Context: an optimization exercise on an open-source flow, tuned for small area, a short achievable clock period and few clock cycles. The choices shown serve that exercise and are no tape-out recipe.
Function was checked by simulation only, so behaviour that the tests miss may differ from the original.

==> flow/design.v (excerpt) <==
module q9_dotacc (
    input  wire         clk,
    input  wire         rst,
    input  wire         in_valid,
    output wire         in_ready,
    input  wire         in_first,
    input  wire         in_last,
    input  wire         in_fmt,
    input  wire [127:0] in_w,
    input  wire [127:0] in_a,
    input  wire [15:0]  in_sw,
    input  wire [15:0]  in_sa,
    output reg          out_valid,
    output wire [31:0]  out_acc,
    output wire         out_nsc,
    output wire         out_of
);
Size in the first run: ~5400 cells after synthesis, roughly 330 I/O pins, about 40000 sq um of cells after synthesis.
clock: 90.0 ns
lec_check: 0
abc_area: 1
cap_margin: 20
core_margin: 2
core_utilization: 70
cts_cluster_diameter: 300
cts_cluster_size: 22
slew_margin: 20
standard.sh (not shown) runs the stock make flow with config.mk's settings and CLKGATE_MAP_FILE= SYNTH_SCRIPT=/design/flow/synth_recipe.tcl, a recipe that flattens the netlist after the stock synthesis.
==> flow/flow/run.sh <==
#!/bin/bash
# The standard layout (the standard.sh) with three changes to how it is
# built:
#  - synthesis is the standard synthesis script with the final ABC
#    mapping of combinational logic done by flow/q9_abc.script (an
#    area-oriented script) -- see flow/q9_synth.tcl;
#  - every input and output port is buffered by sky130_fd_sc_hd__buf_1 instead
#    of the cell buffer_ports picks by default (clkdlybuf4s50_1);
#  - clock tree synthesis runs with the flow's usual arguments plus
#    -dont_use_dummy_load, with sinks clustered 22 at a time within 300 um.
# Each tool's output goes to the ORFS logs under orfs/logs; this script's own
# output goes to flow_run.log in the folder it runs in.
set -euo pipefail
export Q9_WORK="$PWD"
export Q9_ABC_SCRIPT="$PWD/flow/q9_abc.script"
bash standard.sh \
  "SYNTH_SCRIPT=$PWD/flow/q9_synth.tcl" \
  "BUFFER_PORTS_ARGS=-buffer_cell sky130_fd_sc_hd__buf_1" \
  "CTS_ARGS=-sink_clustering_enable -repair_clock_nets -sink_clustering_size 22 -sink_clustering_max_diameter 300 -dont_use_dummy_load" \
  finish > flow_run.log 2>&1
==> flow/flow/q9_abc.script <==
strash
dch
amap
strash
dch
amap
strash
dch
amap
topo
stime -c
buffer -c
upsize -c
dnsize -c
==> flow/flow/q9_synth.tcl <==
# The standard synthesis (its synth_recipe.tcl, sourced unchanged), with
# one change: the final ABC technology mapping of the combinational logic uses
# flow/q9_abc.script, an area-oriented script, instead of ORFS's
# abc_area.script. Registers are mapped before that step and are not passed
# to ABC, so they are the standard synthesis's.
proc abc {args} {
    set i [lsearch -exact $args -script]
    if {$i >= 0} {
        set args [lreplace $args [expr {$i + 1}] [expr {$i + 1}] $::env(Q9_ABC_SCRIPT)]
    }
    puts "q9_synth: abc with $::env(Q9_ABC_SCRIPT)"
    yosys abc {*}$args
}
source $::env(Q9_WORK)/synth_recipe.tcl
The first run finished with timing, DRC and antenna clean.
Testbench counts at the start, summed over its fixed seeds: cycles 46,863.
Then changed:
--- a/flow/flow/run.sh
+++ b/flow/flow/run.sh
@@ -2,7 +2,7 @@
 # The standard layout (the standard.sh) with three changes to how it is
 # built:
-#  - synthesis is the standard synthesis script with the final ABC
-#    mapping of combinational logic done by flow/q9_abc.script (an
-#    area-oriented script) -- see flow/q9_synth.tcl;
+#  - synthesis is the standard synthesis script run with Yosys's synth
+#    -noabc and with the final ABC mapping of combinational logic done by
+#    flow/q9_abc.script (an area-oriented script) -- see flow/q9_synth.tcl;
 #  - every input and output port is buffered by sky130_fd_sc_hd__buf_1 instead
 #    of the cell buffer_ports picks by default (clkdlybuf4s50_1);
==> flow/flow/q9_abc.script (replaced) <==
strash
dch
amap
strash
dch
amap
topo
stime -c
buffer -c
upsize -c
dnsize -c
==> flow/flow/q9_synth.tcl (replaced) <==
# The standard synthesis (its synth_recipe.tcl, read and run as it is) with
# two changes:
#  - Yosys's synth runs with -noabc as well as -nofsm -noshare, so the quick
#    ABC pass inside synth's fine step is skipped and full adders are
#    extracted from the logic as written, without the inverters that pass
#    leaves around them;
#  - the final ABC technology mapping of combinational logic uses
#    flow/q9_abc.script, an area-oriented script, instead of ORFS's
#    abc_area.script.
# Registers are mapped before ABC and are not passed to it, so they are the
# standard synthesis's; the design is flattened and renamed as synth_recipe.tcl
# does.
proc abc {args} {
    set i [lsearch -exact $args -script]
    if {$i >= 0} {
        set args [lreplace $args [expr {$i + 1}] [expr {$i + 1}] $::env(Q9_ABC_SCRIPT)]
    }
    puts "q9_synth: abc with $::env(Q9_ABC_SCRIPT)"
    yosys abc {*}$args
}
set q9_f [open $::env(Q9_WORK)/synth_recipe.tcl]
set q9_text [read $q9_f]
close $q9_f
set q9_text [string map {"yosys synth -nofsm -noshare" "yosys synth -nofsm -noshare -noabc"} $q9_text]
eval $q9_text
=>
- The changed run went through all stages and came out clean
- routed wire length went down slightly
- hold slack barely changes
- area after synthesis went down by a few percent
Then changed:
--- a/flow/flow/run.sh
+++ b/flow/flow/run.sh
@@ -2,7 +2,7 @@
 # The standard layout (the standard.sh) with three changes to how it is
 # built:
-#  - synthesis is the standard synthesis script run with Yosys's synth
-#    -noabc and with the final ABC mapping of combinational logic done by
-#    flow/q9_abc.script (an area-oriented script) -- see flow/q9_synth.tcl;
+#  - synthesis is the standard synthesis script with the final ABC
+#    mapping of combinational logic done by flow/q9_abc.script (an
+#    area-oriented script) -- see flow/q9_synth.tcl;
 #  - every input and output port is buffered by sky130_fd_sc_hd__buf_1 instead
 #    of the cell buffer_ports picks by default (clkdlybuf4s50_1);
==> flow/flow/q9_synth.tcl (replaced) <==
# The standard synthesis (its synth_recipe.tcl, sourced unchanged), with
# one change: the final ABC technology mapping of the combinational logic uses
# flow/q9_abc.script, an area-oriented script, instead of ORFS's
# abc_area.script. Registers are mapped before that step and are not passed
# to ABC, so they are the standard synthesis's.
proc abc {args} {
    set i [lsearch -exact $args -script]
    if {$i >= 0} {
        set args [lreplace $args [expr {$i + 1}] [expr {$i + 1}] $::env(Q9_ABC_SCRIPT)]
    }
    puts "q9_synth: abc with $::env(Q9_ABC_SCRIPT)"
    yosys abc {*}$args
}
source $::env(Q9_WORK)/synth_recipe.tcl
=> Die area rose by 2.7%; non-clock buffer count rose by 12; first-iteration DRC count rose by 11%; synthesized area rose by 2.7%; worst hold slack hardly moves; clock-buffer cell count is unchanged.
Then changed:
==> flow/flow/q9_abc.script (replaced) <==
strash
dch
amap
strash
dch
amap
strash
dch
amap
topo
stime -c
buffer -c
upsize -c
dnsize -c
Settings changed: CORE_UTILIZATION 70 to 80.
What happened: Utilization rose by 11 points. Design area fell by 0.71%. Synthesized area fell by 0.45%. First-iteration DRC count rose by 50%. Register-to-register slack is worse by 2.2 ns. Maximum frequency fell by 0.42%. Via count rose by 6.9%.
Then changed:
==> flow/flow/q9_abc.script (replaced) <==
strash
dc2
dch -f
map -a
topo
stime -c
buffer -c
upsize -c
dnsize -c
Settings changed: CORE_UTILIZATION 80 to 70.
=>
- The new run completed without violations
- die area increases by 18%
- clock skew falls by 0.016 ns
- worst setup slack improved by 0.035 ns

[port drivers added, routing unchanged]
In the flow no input, the clock included, has a driving cell. The finished layouts below were timed again as built, in two steps. Step 1, drivers: a clkbuf_16 drives clk and a buf_2 each remaining input, both assumed. Step 2 moves the port delays by t, midway between the first and last clock arrival at a register: inputs arrive t later, outputs are due t later. That takes back most of the time a late clock gives input paths. Three values: no drivers, after step 1, after step 2; two values: the first two.
run | t (ns) | setup slack, ns | hold WS [ns] | worst register clock-pin slew, ns | cell pins on the clock port's net
the first run | 0.631 | 70.914 / 70.849 / 71.448 | 0.329 / 0.329 / 0.329 | 0.10 / 0.10 | 1
the second run | 0.625 | 70.898 / 70.833 / 71.456 | 0.331 / 0.331 / 0.331 | 0.10 / 0.10 | 1
the third run | 0.631 | 70.910 / 70.843 / 71.424 | 0.329 / 0.329 / 0.329 | 0.10 / 0.10 | 1
the fourth run | 0.633 | 70.830 / 70.763 / 71.396 | 0.325 / 0.325 / 0.325 | 0.10 / 0.10 | 1
the fifth run | 0.633 | 70.865 / 70.802 / 71.435 | 0.331 / 0.331 / 0.331 | 0.11 / 0.11 | 1
After both steps every run listed still meets setup and hold.
